What follows belongs to an exercise in optimizing a design on an open flow for small area and a short achievable clock period; a production flow would make more cautious choices.
RTL that was checked went through simulation tests only; none was proved equivalent to the original.
Power and IR drop assume default switching activity.

==> job 5918 <==
Design sab, start of the top module:
module sab (
    input  wire        clk,
    input  wire        rst,         
    input  wire        ce,          
    input  wire        load,        
    input  wire        sub,         
    input  wire [13:0] a,
    input  wire [13:0] d,
    input  wire [13:0] b,
    input  wire [4:0]  ea,
    input  wire [4:0]  eb,
    input  wire        cfg_asign,
    input  wire        cfg_bsign,
    input  wire        cfg_preadd,
    input  wire        cfg_scaled,
    input  wire [5:0]  cfg_accexp,
    input  wire        cfg_accsat,
    input  wire [1:0]  cfg_ofmt,
    input  wire [5:0]  cfg_oshift,
    input  wire [1:0]  cfg_rmode,
    input  wire        cfg_osat,
    input  wire        cfg_osign,
    output reg  [41:0] out,
    output reg  [4:0]  oexp,
    output reg         satf,
    output reg         accov
);
    reg        c_as, c_bs, c_pre, c_sc, c_accsat, c_even, c_up, c_osat, c_osign;
    reg        c_f14, c_f28, c_f42;
    reg  [5:0] c_accexp, c_oshift, c_rfx, c_v;
    always @(posedge clk) begin
        c_as     <= cfg_scaled | cfg_asign;      
        c_bs     <= cfg_scaled | cfg_bsign;
        c_pre    <= cfg_preadd;
        c_sc     <= cfg_scaled;
        c_accsat <= cfg_accsat;
        c_even   <= (cfg_rmode == 2'b01);
        c_up     <= (cfg_rmode == 2'b10);
        c_osat   <= cfg_osat;
        c_osign  <= cfg_osign;
        c_f14    <= (cfg_ofmt == 2'b00);
        c_f28    <= (cfg_ofmt == 2'b01);
        c_f42    <= (cfg_ofmt == 2'b10);
        c_accexp <= cfg_accexp;
        c_oshift <= cfg_oshift;
        c_rfx    <= 6'd14 + cfg_oshift;                                   
        c_v      <= ((cfg_ofmt == 2'b01) ? 6'd28 : (cfg_ofmt == 2'b10) ? 6'd42 : 6'd14)
                    + cfg_oshift;                                         
    end
    wire c_near = c_even | c_up;
    wire [15:0] a_x   = {{2{c_as & a[13]}}, a};
    wire [15:0] d_x   = {{2{c_as & d[13]}}, d};
    wire [15:0] d_t   = c_pre ? (d_x ^ {16{sub}}) : 16'd0;
  ...
Settings: LEC_CHECK=0, CAP_MARGIN=20, CORE_MARGIN=2, CORE_UTILIZATION=40, PLACE_DENSITY=0.6, SLEW_MARGIN=20; clock period 16.0 ns.
run.sh (not shown) runs the stock make flow with config.mk's settings and CLKGATE_MAP_FILE= SYNTH_SCRIPT=/design/flow/synth_recipe.tcl, a recipe that flattens the netlist after the stock synthesis.
==> inputs of job 576, as changes to job 5918 <==
--- a/flow/design.v
+++ b/flow/design.v
@@ -49,29 +49,35 @@
     end
     wire c_near = c_even | c_up;
     wire [15:0] a_x   = {{2{c_as & a[13]}}, a};
     wire [15:0] d_x   = {{2{c_as & d[13]}}, d};
     wire [15:0] d_t   = c_pre ? (d_x ^ {16{sub}}) : 16'd0;
     wire [16:0] pre_c = {a_x, 1'b1} + {d_t, c_pre & sub};    
     wire [15:0] pre_w = pre_c[16:1];
+    reg         v0, v1, v2;
+    always @(posedge clk) begin
+        if (rst) begin
+            v0 <= 1'b0; v1 <= 1'b0; v2 <= 1'b0;
+        end else if (ce) begin
+            v0 <= 1'b1; v1 <= v0; v2 <= v1;
+        end
+    end
     reg  [15:0] pre_q;
-    reg  [13:0] b_q;
+    reg  [14:0] b_q;      
     reg  [5:0]  ep_q;
     reg         load_q;
     always @(posedge clk) begin
-        if (rst) begin
-            pre_q <= 16'd0; b_q <= 14'd0; ep_q <= 6'd0; load_q <= 1'b0;
-        end else if (ce) begin
+        if (ce) begin
             pre_q  <= pre_w;
-            b_q    <= b;
+            b_q    <= {c_bs & b[13], b};
             ep_q   <= {1'b0, ea} + {1'b0, eb};
             load_q <= load;
         end
     end
-    wire [14:0] b_y = {c_bs & b_q[13], b_q};
+    wire [14:0] b_y = b_q;
     wire m_s1 = (pre_q[0] & b_y[13]) ^ (pre_q[1] & b_y[12]);
     wire m_c2 = (pre_q[0] & b_y[13]) & (pre_q[1] & b_y[12]);
     wire m_s3 = ~(pre_q[0] & b_y[14]) ^ (pre_q[1] & b_y[13]) ^ (pre_q[2] & b_y[12]);
     wire m_c4 = (~(pre_q[0] & b_y[14]) & (pre_q[1] & b_y[13])) | (~(pre_q[0] & b_y[14]) & (pre_q[2] & b_y[12])) | ((pre_q[1] & b_y[13]) & (pre_q[2] & b_y[12]));
     wire m_s5 = (pre_q[3] & b_y[11]) ^ (pre_q[4] & b_y[10]) ^ (pre_q[5] & b_y[9]);
     wire m_c6 = ((pre_q[3] & b_y[11]) & (pre_q[4] & b_y[10])) | ((pre_q[3] & b_y[11]) & (pre_q[5] & b_y[9])) | ((pre_q[4] & b_y[10]) & (pre_q[5] & b_y[9]));
     wire m_s7 = ~(pre_q[1] & b_y[14]) ^ (pre_q[2] & b_y[13]) ^ (pre_q[3] & b_y[12]);
@@ -459,25 +465,23 @@
     wire m_s389 = m_c336 ^ m_s337 ^ ~(pre_q[15] & b_y[12]);
     wire m_c390 = (m_c336 & m_s337) | (m_c336 & ~(pre_q[15] & b_y[12])) | (m_s337 & ~(pre_q[15] & b_y[12]));
     wire m_s391 = m_c338 ^ ~(pre_q[14] & b_y[14]) ^ ~(pre_q[15] & b_y[13]);
     wire m_c392 = (m_c338 & ~(pre_q[14] & b_y[14])) | (m_c338 & ~(pre_q[15] & b_y[13])) | (~(pre_q[14] & b_y[14]) & ~(pre_q[15] & b_y[13]));
     wire [29:0] m_ra = {m_c392, m_c390, m_c388, m_c386, m_c384, m_c382, m_c380, m_c378, m_c376, m_c374, m_c372, m_c370, m_c368, m_c366, m_c364, m_c362, m_c360, m_c358, m_c356, m_c354, m_c352, m_c350, m_c348, m_c346, m_c344, m_c342, m_c340, m_s339, (pre_q[0] & b_y[1]), (pre_q[0] & b_y[0])};
     wire [29:0] m_rb = {(pre_q[15] & b_y[14]), m_s391, m_s389, m_s387, m_s385, m_s383, m_s381, m_s379, m_s377, m_s375, m_s373, m_s371, m_s369, m_s367, m_s365, m_s363, m_s361, m_s359, m_s357, m_s355, m_s353, m_s351, m_s349, m_s347, m_s345, m_s343, m_s341, (pre_q[2] & b_y[0]), (pre_q[1] & b_y[0]), 1'b0};
     wire [29:0] prod_w = m_ra + m_rb;
-    wire signed [7:0] k_w  = $signed({2'b00, ep_q}) - $signed({2'b00, c_accexp});
-    wire        [6:0] sa_w = (k_w > 8'sd43)  ? 7'd0 :
-                             (k_w < -8'sd31) ? 7'd74 :
-                             7'd43 - k_w[6:0];
+    wire [6:0] ax43 = {1'b0, c_accexp} + 7'd43;
+    wire [6:0] sa_w = ({1'b0, ep_q} > ax43)             ? 7'd0 :
+                      ({1'b0, ep_q} + 7'd31 < {1'b0, c_accexp}) ? 7'd74 :
+                      ax43 - {1'b0, ep_q};
     reg  [29:0] prod_q;
     reg  [6:0]  sa_q;
     reg         load1_q;
     always @(posedge clk) begin
-        if (rst) begin
-            prod_q <= 30'd0; sa_q <= 7'd0; load1_q <= 1'b0;
-        end else if (ce) begin
+        if (ce) begin
             prod_q  <= prod_w;
             sa_q    <= sa_w;
             load1_q <= load_q;
         end
     end
     wire signed [73:0] z_al  = {prod_q, 44'd0};
     wire        [73:0] z_sh  = z_al >>> sa_q;
@@ -494,17 +498,15 @@
         for (i = 0; i < 29; i = i + 1)
             if ({1'b0, sa_q} <= i + 1) al_big = al_big | p_xs[i];
     end
     wire al_up = al_hf & (c_up | (c_even & (al_st | al_fl[0])));
     reg  [42:0] al_q;
     reg         alup_q, albig_q, alneg_q, load2_q;
     always @(posedge clk) begin
-        if (rst) begin
-            al_q <= 43'd0; alup_q <= 1'b0; albig_q <= 1'b0; alneg_q <= 1'b0; load2_q <= 1'b0;
-        end else if (ce) begin
+        if (ce) begin
             al_q    <= al_fl;
             alup_q  <= al_up;
             albig_q <= al_big;
             alneg_q <= prod_q[29];
             load2_q <= load1_q;
         end
     end
@@ -516,16 +518,17 @@
     wire        ld     = c_sc ? load2_q : load1_q;
     wire [43:0] base   = ld ? 44'd0 : {{2{acc[41]}}, acc};
     wire [44:0] sum_c  = {base, 1'b1} + {addend[42], addend, add_up};    
     wire [43:0] sum    = sum_c[44:1];
     wire        s_neg  = big ? alneg_q : sum[43];
     wire        ovf    = big | (sum[43:41] != 3'b000 && sum[43:41] != 3'b111);
     wire [41:0] acc_w  = (ovf & c_accsat) ? {s_neg, {41{~s_neg}}} : sum[41:0];
+    wire        v_in   = c_sc ? v2 : v1;     
     always @(posedge clk) begin
-        if (rst) begin
+        if (rst | (ce & !v_in)) begin
             acc <= 42'd0; accov_q <= 1'b0;
         end else if (ce) begin
             acc     <= acc_w;
             accov_q <= ovf;
         end
     end
     reg  [5:0] w;
@@ -551,18 +554,15 @@
                                              : ({1'b0, w} <= {1'b0, c_oshift} + 7'd1));
     reg  [41:0] acc_d;
     reg         accov_d;
     reg  [5:0]  r_q;
     reg  [4:0]  g0_q;
     reg         c0_q, uncl_q, f32_q, fxfit_q, fxalt_q;
     always @(posedge clk) begin
-        if (rst) begin
-            acc_d <= 42'd0; accov_d <= 1'b0; r_q <= 6'd0; g0_q <= 5'd0;
-            c0_q <= 1'b1; uncl_q <= 1'b0; f32_q <= 1'b0; fxfit_q <= 1'b1; fxalt_q <= 1'b0;    
-        end else if (ce) begin
+        if (ce) begin
             acc_d   <= acc;
             accov_d <= accov_q;
             r_q     <= r_w;
             g0_q    <= g0_w;
             c0_q    <= c0_w;
             uncl_q  <= !c0_w & !c31_w;
             f32_q   <= f32_w;
@@ -619,15 +619,15 @@
     wire        f31    = f32_q & c_near & hf & (q[14:0] == 15'h5fff);   
     wire        g31    = (g0_q == 5'd31);
     wire        sc_fit = c0_q | (uncl_q & !(adj_p & g31)) | f31;
     wire [4:0]  sc_exp = (adj_p & !g31) ? g0_q + 5'd1 : adj_m ? g0_q - 5'd1 : g0_q;
     wire [13:0] sc_m   = (adj_p & !g31) ? 14'd4096 : adj_m ? 14'h2000 : r[13:0];
     wire [13:0] sc_res = (sc_fit | ~c_osat) ? sc_m : (acc_d[41] ? 14'h2000 : 14'h1fff);
     always @(posedge clk) begin
-        if (rst) begin
+        if (rst | (ce & !v0)) begin
             out <= 42'd0; oexp <= 5'd0; satf <= 1'b0; accov <= 1'b0;
         end else if (ce) begin
             if (c_sc) begin
                 out  <= {{28{sc_res[13]}}, sc_res};
                 oexp <= sc_exp;
                 satf <= !sc_fit;
             end else begin
==> flow/flow/run.sh (new file) <==
#!/bin/bash
set -euo pipefail
cd "$(dirname "$0")/.."
export SETUP_SLACK_MARGIN=${SETUP_SLACK_MARGIN_OVERRIDE:-11}
bash standard.sh > flow_make.log 2>&1
==> flow/standard.sh (new file) <==
#!/bin/bash
# synth_recipe.tcl (not shown) runs the flow's synth.tcl, then flattens the netlist and writes it again
# the make line also repeats each setting of config.mk as NAME=value (left out here)
make -C /OpenROAD-flow-scripts/flow DESIGN_CONFIG=/design/flow/config.mk WORK_HOME=/design/flow/orfs CLKGATE_MAP_FILE= SYNTH_SCRIPT=/design/flow/synth_recipe.tcl "${@:-finish}"
Settings changed: ABC_AREA set to 1.
removed: flow/run.sh
==> summary.md <==
| Metric | Value |
|---|---|
| Status | timing/DRC/antenna clean |
| Area Overhead vs Synth | 21.19% |
| Core Area | 80420 um2 |
| Sink of the worst hold path | load1_q |
| Clock group share of total power | 0.094 |
| Fraction of area in multi-input gates | 0.5411 |
| Post-synthesis sequential area ratio | 0.2483 |
| CP Depth | 23 |
| Initial antenna violation count | 2 |
| Gate power share | 0.777 |
| NetSw | 4.987 mW |
| Worst-path cell chain | buf_6 > buf_8 > nand2_4 > inv_2 > fa_1 > fa_1 > inv_2 > fa_2 > inv_2 > fa_2 > fa_1 > fa_1 > ha_4 > a21boi_2 > o21ai_1 > nand2_1 > a21oi_2 > o21bai_2 > a31oi_2 > o21ai_2 > a31oi_2 > o21ai_1 > xor2_1 |
| Dpl hpwl | about 80000 um |
| Post-Syn Area per Cell | roughly 7.2 um2 |
| Yosys cell types | 85 |
[end of results for job 576]
==> summary.md <==
| Metric | Value |
|---|---|
| Status | timing/DRC/antenna clean |
| Yosys cell types | 102 |
| CP Depth | 24 |
| Gate power share | 0.496 |
| Area Overhead vs Synth | 8.787% |
| Largest cell class by area | multi-input gates |
| Sink of the worst hold path | out[4] |
| Fraction of area in multi-input gates | 0.6801 |
| Initial antenna violation count | 1 |
| Post-Syn Area per Cell | 7.997 um2 |
| Post-synthesis sequential area ratio | 0.1843 |
| NetSw | roughly 1.8 mW |
| Clock group share of total power | 0.240 |
[end of results for job 5918]
For job 5918, only the layout was checked, not whether the RTL still works.

## re-timing with driven ports
How much do the figures lean on ideal ports? The routed layouts below were timed once more, with nothing changed but the port constraints.
Step 1, drivers: a clkbuf_16 drives clk and a buf_2 each remaining input, both assumed.
Step 2 moves the port delays by t, midway between the first and last clock arrival at a register: inputs arrive t later, outputs are due t later. That takes back most of the time a late clock gives input paths.
Slacks: ideal ports / drivers / drivers and shift; pairs: ideal ports / drivers.
run	t, ns	slack for setup (ns)	hold slack, ns	worst setup path at the end	worst slew at a driven data input, ns
job 5918	0.651	8.381 / 8.381 / 8.381	0.448 / 0.448 / 0.448	register to register	0.11
job 576	0.664	10.136 / 10.136 / 9.644	0.444 / 0.444 / 0.444	input to register	0.12
After both steps every run listed still meets setup and hold. The setup slack of job 576, which loses most, moves by 0.000 ns with the drivers and by -0.492 ns with both steps.
